What follows belongs to an exercise in optimizing a design on an open flow for small area, a short achievable clock period and few clock cycles; a production flow would make more cautious choices.
Where RTL was checked, it was by simulation tests only, not by an equivalence proof against the original.

Setup of exp/sierra:
==> flow/design.v <==
module pq_engine (
    input  wire         clk,
    input  wire         rst,
    input  wire         cmd_valid,
    output wire         cmd_ready,
    input  wire [4:0]   cmd_k,
    input  wire [4:0]   cmd_x,
    input  wire [4:0]   cmd_y,
    input  wire         cmd_two,
    input  wire         in_valid,
    output wire         in_ready,
    input  wire [127:0] in_data,
    output wire         out_valid,
    input  wire         out_ready,
    output wire [127:0] out_data,
    output wire [4:0]   out_pos
);
    localparam LANES = 16;
    localparam [1:0] S_IDLE = 2'd0,
                     S_LOAD = 2'd1,
                     S_OUT1 = 2'd2,
                     S_OUT2 = 2'd3;
    function [7:0] gf_mul2;
        input [7:0] a;
        begin
            gf_mul2 = {a[6:0], 1'b0} ^ (a[7] ? 8'h1D : 8'h00);
        end
    endfunction
    function [7:0] gf_mul;
        input [7:0] a;
        input [7:0] b;
        integer i;
        reg [7:0] p;
        reg [7:0] t;
        begin
            p = 8'h00;
            t = a;
            for (i = 0; i < 8; i = i + 1) begin
                if (b[i])
                    p = p ^ t;
                t = gf_mul2(t);
            end
            gf_mul = p;
        end
    endfunction
    localparam [255:0] T_GPOW = 256'hc06030180c06038fc9ea75b45a2d984c261387cde8743a1d8040201008040201;
    localparam [255:0] T_GINV = 256'h122448903d7af4f5f7f3fbebcb8b0b162c58b07dfae9cf831b366cd8ad478e01;
    localparam [255:0] T_ZINV = 256'h595789deaaba8e02d2b4e9f26326dc678ac0e48574fba9a0545fed729da7f400;
    reg         cb_v;          
    reg         cb_p;          
    reg         cmd_rdy;
    reg [4:0]   cb_k, cb_x, cb_y;
    reg         cb_two;
    assign cmd_ready = cmd_rdy;
    wire cmd_fire = cmd_valid & cmd_rdy;
    wire [4:0] cb_k1   = cb_k + 5'd1;
    wire       cx_data = (cb_x < cb_k);
    wire [4:0] cb_d    = cb_y - cb_x;
    wire       cb_m0   = (cb_x == 5'd0);
    wire       cb_m1   = cb_two & (cb_y == 5'd1);
    wire       cb_qm   = (cb_x == cb_k1) | (cb_two & (cb_y == cb_k1));
    wire       cb_pm   = (cb_x == cb_k) | (cb_two & (cb_y == cb_k));
    wire       cb_dd   = cx_data & cb_two & (cb_y < cb_k);
    wire       cb_dp   = cx_data & cb_two & (cb_y == cb_k);
    wire       cb_dq   = cx_data & cb_two & (cb_y == cb_k1);
    wire       cb_qa   = (cb_x == cb_k1);
    wire [7:0] cb_gx   = T_GPOW[8*cb_x +: 8];
    wire [7:0] cb_gix  = T_GINV[8*cb_x +: 8];
    wire [7:0] cb_z    = T_ZINV[8*cb_d +: 8];
    reg  [7:0] p_c;
    always @(posedge clk)
        p_c <= cb_dd ? gf_mul(cb_z, cb_gix) : (cb_dp ? cb_gix : 8'h01);
    wire [7:0] l_c   = p_c;
    wire [7:0] l_e   = cb_dq ? cb_gx :
                       cb_dd ? cb_z :
                       (cb_dp | cb_qa) ? 8'h01 : 8'h00;
    wire [7:0] l_c1  = gf_mul2(l_c);
    wire [4:0] l_p0  = cb_m0 ? (cb_m1 ? 5'd2 : 5'd1) : 5'd0;
    wire [7:0] l_cw0 = cb_m0 ? (cb_m1 ? gf_mul2(l_c1) : l_c1) : l_c;
    wire [4:0] l_lp  = cb_qm ? (cb_pm ? cb_k - 5'd1 : cb_k) : cb_k1;
    reg [1:0]   state;
    reg         in_rdy;
    reg [4:0]   k_r, x_r, y_r, lp_r;  
    reg         two_r;
    reg         sx;            
    reg [4:0]   pos;           
    reg [7:0]   c_r, e_r;
    reg [7:0]   cw;            
    reg         isp_r, isq_r;  
    reg         last_r;        
    reg         first;         
    reg [127:0] acc_a, acc_x;
    assign in_ready  = in_rdy;
    assign out_valid = state[1];
    assign out_data  = acc_a;
    assign out_pos   = x_r;
    wire consume  = in_valid & in_rdy;
    wire out_fire = state[1] & out_ready;
    wire shift    = out_fire & (state == S_OUT1) & two_r;
    wire res_done = out_fire & ((state == S_OUT2) | ~two_r);
    wire load_row = cb_p & ((state == S_IDLE) | res_done);
    reg [1:0] state_n;
    always @(*) begin
        state_n = state;
        case (state)
            S_IDLE: if (cb_p) state_n = S_LOAD;
            S_LOAD: if (consume && last_r) state_n = S_OUT1;
            S_OUT1: if (out_ready) state_n = two_r ? S_OUT2 : (cb_p ? S_LOAD : S_IDLE);
            S_OUT2: if (out_ready) state_n = cb_p ? S_LOAD : S_IDLE;
        endcase
    end
    wire cb_v_n = cmd_fire | (cb_v & ~load_row);
    function is_missing;
        input [4:0] p;
        input [4:0] x;
        input [4:0] y;
        input       two;
        begin
            is_missing = (p == x) || (two && (p == y));
        end
    endfunction
    wire [4:0] pos1 = pos + 5'd1;
    wire [4:0] pos2 = pos + 5'd2;
    wire       m1   = is_missing(pos1, x_r, y_r, two_r);
    wire       m2   = is_missing(pos2, x_r, y_r, two_r);
    wire [4:0] pn   = m1 ? (m2 ? pos + 5'd3 : pos2) : pos1;
    wire [7:0] cw1  = gf_mul2(cw);
    wire [7:0] cw2  = gf_mul2(cw1);
    wire [7:0] cwn  = m1 ? (m2 ? gf_mul2(cw2) : cw2) : cw1;
    wire [7:0] w = isq_r ? c_r : (isp_r ? e_r : (cw ^ e_r));
    wire [7:0] wm [0:7];
    assign wm[0] = w;
    genvar gb, gl;
    generate
        for (gb = 1; gb < 8; gb = gb + 1) begin : g_wm
            assign wm[gb] = gf_mul2(wm[gb-1]);
        end
    endgenerate
    wire [127:0] prod;
    generate
        for (gl = 0; gl < LANES; gl = gl + 1) begin : g_lane
            wire [7:0] d = in_data[8*gl +: 8];
            genvar gj;
            for (gj = 0; gj < 8; gj = gj + 1) begin : g_bit
                wire t0, t1, t2, t3, u0, u1;
                pq_and_xor2 i_t0 (.a0(d[0]), .b0(wm[0][gj]), .a1(d[1]), .b1(wm[1][gj]), .y(t0));
                pq_and_xor2 i_t1 (.a0(d[2]), .b0(wm[2][gj]), .a1(d[3]), .b1(wm[3][gj]), .y(t1));
                pq_and_xor2 i_t2 (.a0(d[4]), .b0(wm[4][gj]), .a1(d[5]), .b1(wm[5][gj]), .y(t2));
                pq_and_xor2 i_t3 (.a0(d[6]), .b0(wm[6][gj]), .a1(d[7]), .b1(wm[7][gj]), .y(t3));
                pq_xor2 i_u0 (.a(t0), .b(t1), .y(u0));
                pq_xor2 i_u1 (.a(t2), .b(t3), .y(u1));
                pq_xor2 i_p  (.a(u0), .b(u1), .y(prod[8*gl + gj]));
            end
        end
    endgenerate
    wire         add_a = consume & ~isq_r;
    wire         selx  = consume & last_r & sx;
    wire [127:0] a_f   = (acc_a & {128{~first}}) ^ (in_data & {128{add_a}});
    wire [127:0] x_f   = (acc_x & {128{~first}}) ^ prod;
    always @(posedge clk) begin
        acc_a <= shift ? acc_x : (a_f ^ (x_f & {128{selx}}));
        if (consume)
            acc_x <= x_f;
        if (cmd_fire) begin
            cb_k   <= cmd_k;
            cb_x   <= cmd_x;
            cb_y   <= cmd_y;
            cb_two <= cmd_two;
        end
        if (load_row) begin
            k_r    <= cb_k;
            x_r    <= cb_x;
            y_r    <= cb_y;
            two_r  <= cb_two;
            lp_r   <= l_lp;
            sx     <= cb_qa | cb_dp | cb_dd;
            c_r    <= l_c;
            e_r    <= l_e;
            pos    <= l_p0;
            cw     <= l_cw0;
            isp_r  <= (l_p0 == cb_k);
            isq_r  <= 1'b0;
            last_r <= (l_p0 == l_lp);
        end else begin
            if (consume) begin
                pos    <= pn;
                cw     <= cwn;
                isp_r  <= (pn == k_r);
                isq_r  <= (pn == k_r + 5'd1);
                last_r <= (pn == lp_r);
            end
            if (shift)
                x_r <= y_r;
        end
        if (rst) begin
            state   <= S_IDLE;
            cb_v    <= 1'b0;
            cb_p    <= 1'b0;
            cmd_rdy <= 1'b0;
            in_rdy  <= 1'b0;
            first   <= 1'b0;
        end else begin
            state   <= state_n;
            cb_v    <= cb_v_n;
            cb_p    <= cb_v & ~load_row;
            cmd_rdy <= ~cb_v_n;
            in_rdy  <= (state_n == S_LOAD);
            if (load_row)
                first <= 1'b1;
            else if (consume)
                first <= 1'b0;
        end
    end
endmodule
module pq_and_xor2 (
    input  wire a0,
    input  wire b0,
    input  wire a1,
    input  wire b1,
    output wire y
);
    assign y = (a0 & b0) ^ (a1 & b1);
endmodule
module pq_xor2 (
    input  wire a,
    input  wire b,
    output wire y
);
    assign y = a ^ b;
endmodule
==> flow/config.mk <==
export PLATFORM = sky130hd
export DESIGN_NAME = pq_engine
export DESIGN_NICKNAME = pq_engine
export VERILOG_FILES = /design/flow/design.v
export SDC_FILE = /design/flow/constraint.sdc
export NUM_CORES = 8
export LEC_CHECK = 0
export CAP_MARGIN = 20
export CORE_MARGIN = 2
export CORE_UTILIZATION = 70
export CTS_CLUSTER_DIAMETER = 100
export CTS_CLUSTER_SIZE = 20
export SLEW_MARGIN = 20
export SYNTH_HIERARCHICAL = 1
==> flow/constraint.sdc <==
create_clock -name core_clock -period 19.0 [get_ports {clk}]
set_input_delay 3.8000 -clock core_clock [delete_from_list [all_inputs] [get_ports {clk}]]
set_output_delay 3.8000 -clock core_clock [all_outputs]
set_load 0.01 [all_outputs]
standard.sh (not shown) runs the stock make flow with config.mk's settings and CLKGATE_MAP_FILE= SYNTH_SCRIPT=/design/flow/synth_recipe.tcl, a recipe that flattens the netlist after the stock synthesis.
==> flow/flow/run.sh <==
#!/bin/bash
# Standard ORFS layout in two calls: synthesis and floorplan with no timing
# repair margin, then placement to the end with timing repair aimed below the
# clock period. Each call's output goes to its own log.
set -euo pipefail
bash standard.sh synth floorplan SETUP_SLACK_MARGIN=0 > orfs_synth_floorplan.log 2>&1
bash standard.sh finish SETUP_SLACK_MARGIN=14.0 "BUFFER_PORTS_ARGS=-buffer_cell sky130_fd_sc_hd__buf_2"  > orfs_place_route.log 2>&1
Testbench counts of exp/sierra, summed over its fixed seeds: cycles 8,497.
Input changes introduced in exp/amber (baseline for comparison: exp/sierra):
--- a/flow/design.v
+++ b/flow/design.v
@@ -80,10 +80,11 @@
     wire [4:0] l_lp  = cb_qm ? (cb_pm ? cb_k - 5'd1 : cb_k) : cb_k1;
     reg [1:0]   state;
     reg         in_rdy;
     reg [4:0]   k_r, x_r, y_r, lp_r;  
     reg         two_r;
+    reg         sh_r;          
     reg         sx;            
     reg [4:0]   pos;           
     reg [7:0]   c_r, e_r;
     reg [7:0]   cw;            
     reg         isp_r, isq_r;  
@@ -94,11 +95,11 @@
     assign out_valid = state[1];
     assign out_data  = acc_a;
     assign out_pos   = x_r;
     wire consume  = in_valid & in_rdy;
     wire out_fire = state[1] & out_ready;
-    wire shift    = out_fire & (state == S_OUT1) & two_r;
+    wire shift    = out_ready & sh_r;
     wire res_done = out_fire & ((state == S_OUT2) | ~two_r);
     wire load_row = cb_p & ((state == S_IDLE) | res_done);
     reg [1:0] state_n;
     always @(*) begin
         state_n = state;
@@ -192,17 +193,19 @@
             if (shift)
                 x_r <= y_r;
         end
         if (rst) begin
             state   <= S_IDLE;
+            sh_r    <= 1'b0;
             cb_v    <= 1'b0;
             cb_p    <= 1'b0;
             cmd_rdy <= 1'b0;
             in_rdy  <= 1'b0;
             first   <= 1'b0;
         end else begin
             state   <= state_n;
+            sh_r    <= (state_n == S_OUT1) & two_r;
             cb_v    <= cb_v_n;
             cb_p    <= cb_v & ~load_row;
             cmd_rdy <= ~cb_v_n;
             in_rdy  <= (state_n == S_LOAD);
             if (load_row)
### Flow results
Comparing exp/sierra and exp/amber, setup fix buffers added after clock tree synthesis is lower on exp/sierra.
Worst setup path endpoint: out_data[0] -> exp/sierra, acc_a[82] -> exp/amber
Taking exp/sierra as the reference, in exp/amber weighted congestion at the end of routability-driven global placement lost 1.1%; post-route cell area went up by 1.2%.
The largest fanout of any net on the critical path in exp/amber was higher than what exp/sierra gave.
Sum of met2 wire segment lengths after detailed routing (exp/amber vs. exp/sierra) decreases slightly
Between exp/sierra and exp/amber, the flow reports global-route wire length before repair decreasing slightly.
Compared exp/amber against exp/sierra; sequential cell count within noise.
Relative to exp/sierra, the starting utilization of the core area of exp/amber is lower by 0.37 points.
exp/amber: global-route usage 0.80 points below exp/sierra
Per the comparison of exp/amber with exp/sierra, final cell count without fillers has decreased, worst setup slack has decreased, final critical path time including I/O delays and setup has increased.
Re non-clock buffer count: exp/amber is 23 up on exp/sierra.
Wire: exp/amber routes less than exp/sierra
Only the layout flow was run in exp/amber; the RTL was not checked for function there.

[re-timing with driven ports]
Ports are ideal in the flow. The routed layouts listed here were re-timed in OpenROAD. Step 1, drivers: a clkbuf_16 drives clk and a buf_2 each remaining input, both assumed. Step 2 times the ports against the registers' clock, not the clock port: input delays grow and output delays shrink by t, the midpoint of the rising clock arrivals with the driver on. a / b / c = ideal ports / drivers / drivers and shift; a / b = the first two.
run | t, ns | slack for setup (ns) | worst setup path at the end | clock arrival spread, ns
exp/sierra | 0.633 | 14.012 / 13.949 / 13.410 | input to register | 0.024 / 0.023
exp/amber | 0.625 | 13.890 / 13.862 / 13.238 | input to register | 0.033 / 0.033
After both steps setup and hold are still met in every run listed. For exp/amber, which loses most, drivers alone change the setup slack by -0.028 ns; drivers and shift together by -0.652 ns.
